Source: an optimization exercise on an open RTL-to-GDS flow (aim: small area, a short achievable clock period and few clock cycles per item). Production flows keep margins and buffers that such runs may drop.

==> module aes_cell, before the edit <==
module aes_cell (
    input  wire         clk,
    input  wire         rst,           
    input  wire         in_valid,
    output wire         in_ready,
    input  wire         in_decrypt,    
    input  wire         in_key256,     
    input  wire [255:0] in_key,
    input  wire [127:0] in_block,
    output reg          out_valid,
    output reg  [127:0] out_block
);
    reg          busy;
    reg          pre;           
    reg          dec_r;
    reg          k256_r;
    reg          par;           
    reg  [3:0]   cnt;
    reg  [7:0]   rc;
    reg  [127:0] st;            
    reg  [255:0] kw;            
    wire last    = (cnt == (k256_r ? 4'd14 : 4'd10));
    wire lastpre = (cnt == (k256_r ? 4'd13 : 4'd10));
    wire fin     = busy && !pre && last;    
    assign in_ready = !busy || fin;
    function [7:0] xt;
        input [7:0] a;
        xt = {a[6:0], 1'b0} ^ (a[7] ? 8'h1b : 8'h00);
    endfunction
    function [7:0] xtinv;       
        input [7:0] a;
        xtinv = a[0] ? ({1'b1, a[7:1]} ^ 8'h0d) : {1'b0, a[7:1]};
    endfunction
    function [31:0] mixcol;
        input [31:0] c;
        reg [7:0] a0, a1, a2, a3, t;
        begin
            {a0, a1, a2, a3} = c;
            t = a0 ^ a1 ^ a2 ^ a3;
            mixcol = {a0 ^ t ^ xt(a0 ^ a1),
                      a1 ^ t ^ xt(a1 ^ a2),
                      a2 ^ t ^ xt(a2 ^ a3),
                      a3 ^ t ^ xt(a3 ^ a0)};
        end
    endfunction
    function [31:0] invmixcol;
        input [31:0] c;
        reg [7:0] a0, a1, a2, a3, s, s8, u, v;
        begin
            {a0, a1, a2, a3} = c;
            s  = a0 ^ a1 ^ a2 ^ a3;
            s8 = xt(xt(xt(s)));
            u  = xt(xt(a0 ^ a2));
            v  = xt(xt(a1 ^ a3));
            invmixcol = {a0 ^ s ^ s8 ^ u ^ xt(a0 ^ a1),
                         a1 ^ s ^ s8 ^ v ^ xt(a1 ^ a2),
                         a2 ^ s ^ s8 ^ u ^ xt(a2 ^ a3),
                         a3 ^ s ^ s8 ^ v ^ xt(a3 ^ a0)};
        end
    endfunction
    function [127:0] shiftrows;
        input [127:0] s;
        integer i;
        begin
            for (i = 0; i < 16; i = i + 1)
                shiftrows[127 - 8 * i -: 8] = s[127 - 8 * ((i % 4) + 4 * (((i / 4) + (i % 4)) % 4)) -: 8];
        end
    endfunction
    function [127:0] invshiftrows;
        input [127:0] s;
        integer i;
        begin
            for (i = 0; i < 16; i = i + 1)
                invshiftrows[127 - 8 * i -: 8] = s[127 - 8 * ((i % 4) + 4 * (((i / 4) + 4 - (i % 4)) % 4)) -: 8];
        end
    endfunction
    wire [127:0] sbe, sbd;
    genvar g;
    generate
        for (g = 0; g < 16; g = g + 1) begin : g_sbox
            aes_sbox_ed u_sb (.a(st[127 - 8 * g -: 8]), .ye(sbe[127 - 8 * g -: 8]), .yd(sbd[127 - 8 * g -: 8]));
        end
    endgenerate
    wire [127:0] dnext_s, dnext, dfirst_s, dfirst;
    generate
        for (g = 0; g < 16; g = g + 1) begin : g_ain
            aes_ain u_ain0 (.a(dnext_s[127 - 8 * g -: 8]),  .y(dnext[127 - 8 * g -: 8]));
            aes_ain u_ain1 (.a(dfirst_s[127 - 8 * g -: 8]), .y(dfirst[127 - 8 * g -: 8]));
        end
    endgenerate
    reg  [31:0] ks;
    wire [31:0] h0 = kw[255:224], h1 = kw[223:192], h2 = kw[191:160], h3 = kw[159:128];
    wire [31:0] l0 = kw[127:96],  l1 = kw[95:64],   l2 = kw[63:32],   l3 = kw[31:0];
    wire        rot = par;      
    wire [31:0] ks_sub;
    generate
        for (g = 0; g < 4; g = g + 1) begin : g_ksbox
            aes_sbox u_ksb (.a(ks[31 - 8 * g -: 8]), .y(ks_sub[31 - 8 * g -: 8]));
        end
    endgenerate
    wire [31:0] ks_t = rot ? {ks_sub[23:16] ^ rc, ks_sub[15:0], ks_sub[31:24]} : ks_sub;
    wire [127:0] kf = {h0 ^ ks_t, h0 ^ h1 ^ ks_t, h0 ^ h1 ^ h2 ^ ks_t, h0 ^ h1 ^ h2 ^ h3 ^ ks_t};
    wire [127:0] kb = {l0 ^ ks_t, l1 ^ l0, l2 ^ l1, l3 ^ l2};
    wire [127:0] rk_e = k256_r ? kw[127:0] : kf;
    wire [127:0] mc;
    wire [127:0] dk = sbd ^ kw[255:128];
    wire [127:0] imc;
    generate
        for (g = 0; g < 4; g = g + 1) begin : g_mix
            assign mc[127 - 32 * g -: 32]  = mixcol(sbe[127 - 32 * g -: 32]);
            assign imc[127 - 32 * g -: 32] = invmixcol(dk[127 - 32 * g -: 32]);
        end
    endgenerate
    wire [127:0] ek = sbe ^ rk_e;
    assign dnext_s  = invshiftrows(imc);
    assign dfirst_s = invshiftrows(st ^ kf);
    always @(posedge clk) begin
        out_block <= dec_r ? dk : ek;
        if (in_ready) begin
            st     <= in_decrypt ? in_block : shiftrows(in_block ^ in_key[255:128]);
            kw     <= {in_key[255:128], in_key256 ? in_key[127:0] : in_key[255:128]};
            ks     <= in_key256 ? in_key[31:0] : in_key[159:128];
            dec_r  <= in_decrypt;
            k256_r <= in_key256;
            pre    <= in_decrypt;
            par    <= 1'b1;
            cnt    <= 4'd1;
            rc     <= 8'h01;
        end else begin
            cnt <= cnt + 4'd1;
            if (k256_r) par <= !par;
            if (pre) begin
                if (k256_r)
                    kw <= {kw[127:0], kf};
                else if (!lastpre)
                    kw <= {kf, kf};
                if (lastpre) begin
                    st  <= dfirst;
                    pre <= 1'b0;
                    cnt <= 4'd1;
                    par <= 1'b1;
                    ks  <= k256_r ? l3 : (l3 ^ l2);
                    if (!k256_r) rc <= xtinv(rc);
                end else begin
                    ks  <= kf[31:0];
                    if (rot) rc <= xt(rc);
                end
            end else if (dec_r) begin
                kw <= k256_r ? {kb, kw[255:128]} : {kb, kb};
                ks <= k256_r ? (l3 ^ l2) : (l3 ^ l1);
                if (rot) rc <= xtinv(rc);
                st <= dnext;
            end else begin
                kw <= k256_r ? {kw[127:0], kf} : {kf, kf};
                ks <= kf[31:0];
                if (rot) rc <= xt(rc);
                st <= shiftrows(mc ^ rk_e);
            end
        end
    end
    always @(posedge clk) begin
        if (rst) begin
            busy      <= 1'b0;
            out_valid <= 1'b0;
        end else begin
            out_valid <= fin;
            busy      <= (in_ready && in_valid) || (busy && !fin);
        end
    end
endmodule
make LEC_CHECK=0 ABC_AREA=1 CAP_MARGIN=20 CORE_MARGIN=2 CORE_UTILIZATION=25 PLACE_DENSITY=0.35 SLEW_MARGIN=20 finish   # period 12.0 ns
run.sh (not shown) runs the stock make flow with config.mk's settings and CLKGATE_MAP_FILE= SYNTH_SCRIPT=/design/flow/synth_recipe.tcl, a recipe that flattens the netlist after the stock synthesis.
Next try:
--- a/flow/design.v
+++ b/flow/design.v
@@ -383,21 +383,32 @@
             aes_ain u_ain0 (.a(dnext_s[127 - 8 * g -: 8]),  .y(dnext[127 - 8 * g -: 8]));
             aes_ain u_ain1 (.a(dfirst_s[127 - 8 * g -: 8]), .y(dfirst[127 - 8 * g -: 8]));
         end
     endgenerate
-    reg  [31:0] ks;
     wire [31:0] h0 = kw[255:224], h1 = kw[223:192], h2 = kw[191:160], h3 = kw[159:128];
     wire [31:0] l0 = kw[127:96],  l1 = kw[95:64],   l2 = kw[63:32],   l3 = kw[31:0];
-    wire        rot = par;      
+    wire        kinv  = dec_r && !pre;
+    wire        rot   = !k256_r || par;
+    wire [7:0]  rci   = xtinv(rc);
+    wire [7:0]  rcu   = kinv ? rci : rc;
+    wire [31:0] ks_in = kinv ? (k256_r ? h3 : (h3 ^ h2)) : l3;
     wire [31:0] ks_sub;
     generate
         for (g = 0; g < 4; g = g + 1) begin : g_ksbox
-            aes_sbox u_ksb (.a(ks[31 - 8 * g -: 8]), .y(ks_sub[31 - 8 * g -: 8]));
+            aes_sbox u_ksb (.a(ks_in[31 - 8 * g -: 8]), .y(ks_sub[31 - 8 * g -: 8]));
         end
     endgenerate
-    wire [31:0] ks_t = rot ? {ks_sub[23:16] ^ rc, ks_sub[15:0], ks_sub[31:24]} : ks_sub;
-    wire [127:0] kf = {h0 ^ ks_t, h0 ^ h1 ^ ks_t, h0 ^ h1 ^ h2 ^ ks_t, h0 ^ h1 ^ h2 ^ h3 ^ ks_t};
-    wire [127:0] kb = {l0 ^ ks_t, l1 ^ l0, l2 ^ l1, l3 ^ l2};
+    wire [31:0] ks_t = rot ? {ks_sub[23:16] ^ rcu, ks_sub[15:0], ks_sub[31:24]} : ks_sub;
+    wire [31:0] o0 = k256_r ? h0 : l0;
+    wire [31:0] o1 = k256_r ? h1 : l1;
+    wire [31:0] o2 = k256_r ? h2 : l2;
+    wire [31:0] o3 = k256_r ? h3 : l3;
+    wire [127:0] kf = {o0 ^ ks_t, o0 ^ o1 ^ ks_t, o0 ^ o1 ^ o2 ^ ks_t, o0 ^ o1 ^ o2 ^ o3 ^ ks_t};
+    wire [31:0] p0 = k256_r ? l0 : h0;
+    wire [31:0] p1 = k256_r ? l1 : h1;
+    wire [31:0] p2 = k256_r ? l2 : h2;
+    wire [31:0] p3 = k256_r ? l3 : h3;
+    wire [127:0] kb = {p0 ^ ks_t, p1 ^ p0, p2 ^ p1, p3 ^ p2};
     wire [127:0] rk_e = k256_r ? kw[127:0] : kf;
     wire [127:0] mc;
     wire [127:0] dk = sbd ^ kw[255:128];
     wire [127:0] imc;
@@ -414,9 +425,8 @@
         out_block <= dec_r ? dk : ek;
         if (in_ready) begin
             st     <= in_decrypt ? in_block : shiftrows(in_block ^ in_key[255:128]);
             kw     <= {in_key[255:128], in_key256 ? in_key[127:0] : in_key[255:128]};
-            ks     <= in_key256 ? in_key[31:0] : in_key[159:128];
             dec_r  <= in_decrypt;
             k256_r <= in_key256;
             pre    <= in_decrypt;
             par    <= 1'b1;
@@ -425,31 +435,22 @@
         end else begin
             cnt <= cnt + 4'd1;
             if (k256_r) par <= !par;
             if (pre) begin
-                if (k256_r)
-                    kw <= {kw[127:0], kf};
-                else if (!lastpre)
-                    kw <= {kf, kf};
+                kw <= {kw[127:0], kf};
+                if (rot && !(lastpre && !k256_r)) rc <= xt(rc);
                 if (lastpre) begin
                     st  <= dfirst;
                     pre <= 1'b0;
                     cnt <= 4'd1;
                     par <= 1'b1;
-                    ks  <= k256_r ? l3 : (l3 ^ l2);
-                    if (!k256_r) rc <= xtinv(rc);
-                end else begin
-                    ks  <= kf[31:0];
-                    if (rot) rc <= xt(rc);
                 end
             end else if (dec_r) begin
-                kw <= k256_r ? {kb, kw[255:128]} : {kb, kb};
-                ks <= k256_r ? (l3 ^ l2) : (l3 ^ l1);
-                if (rot) rc <= xtinv(rc);
+                kw <= {kb, kw[255:128]};
+                if (rot) rc <= rci;
                 st <= dnext;
             end else begin
-                kw <= k256_r ? {kw[127:0], kf} : {kf, kf};
-                ks <= kf[31:0];
+                kw <= {kw[127:0], kf};
                 if (rot) rc <= xt(rc);
                 st <= shiftrows(mc ^ rk_e);
             end
         end
- The changed run ran to the end with no violations
- design area shrinks slightly
- clock-buffer cell count grows by 11
- worst setup slack is worse by 0.99 ns
- die area shrinks slightly
- clock skew shrinks by 0.046 ns
- fmax shrinks by roughly a tenth
- routed wire length shrinks slightly
Function was not checked in any run of this note: the RTL went through the layout flow alone.

[static timing again, ports no longer ideal]
No port has a modelled driver above. Below, the same layouts with a new extraction and two added sets of constraints.
Step 1 (the two cells are an assumption about what drives the block):
set clk [get_ports {clk}]
set_driving_cell -lib_cell sky130_fd_sc_hd__clkbuf_16 $clk
set_driving_cell -lib_cell sky130_fd_sc_hd__buf_2 [delete_from_list [all_inputs] $clk]
Step 2 times the ports against the registers' clock, not the clock port: input delays grow and output delays shrink by t, the midpoint of the rising clock arrivals with the driver on.
Three values: ideal, step 1, step 2; two values: the first two.
| run | t, ns | setup WS [ns] | latest minus earliest clock arrival (ns) |
|---|---|---|---|
| the first run | 1.016 | 3.770 / 3.770 / 3.770 | 0.147 / 0.147 |
| the second run | 0.989 | 2.781 / 2.781 / 2.781 | 0.103 / 0.103 |
After both steps setup and hold are still met in every run listed.
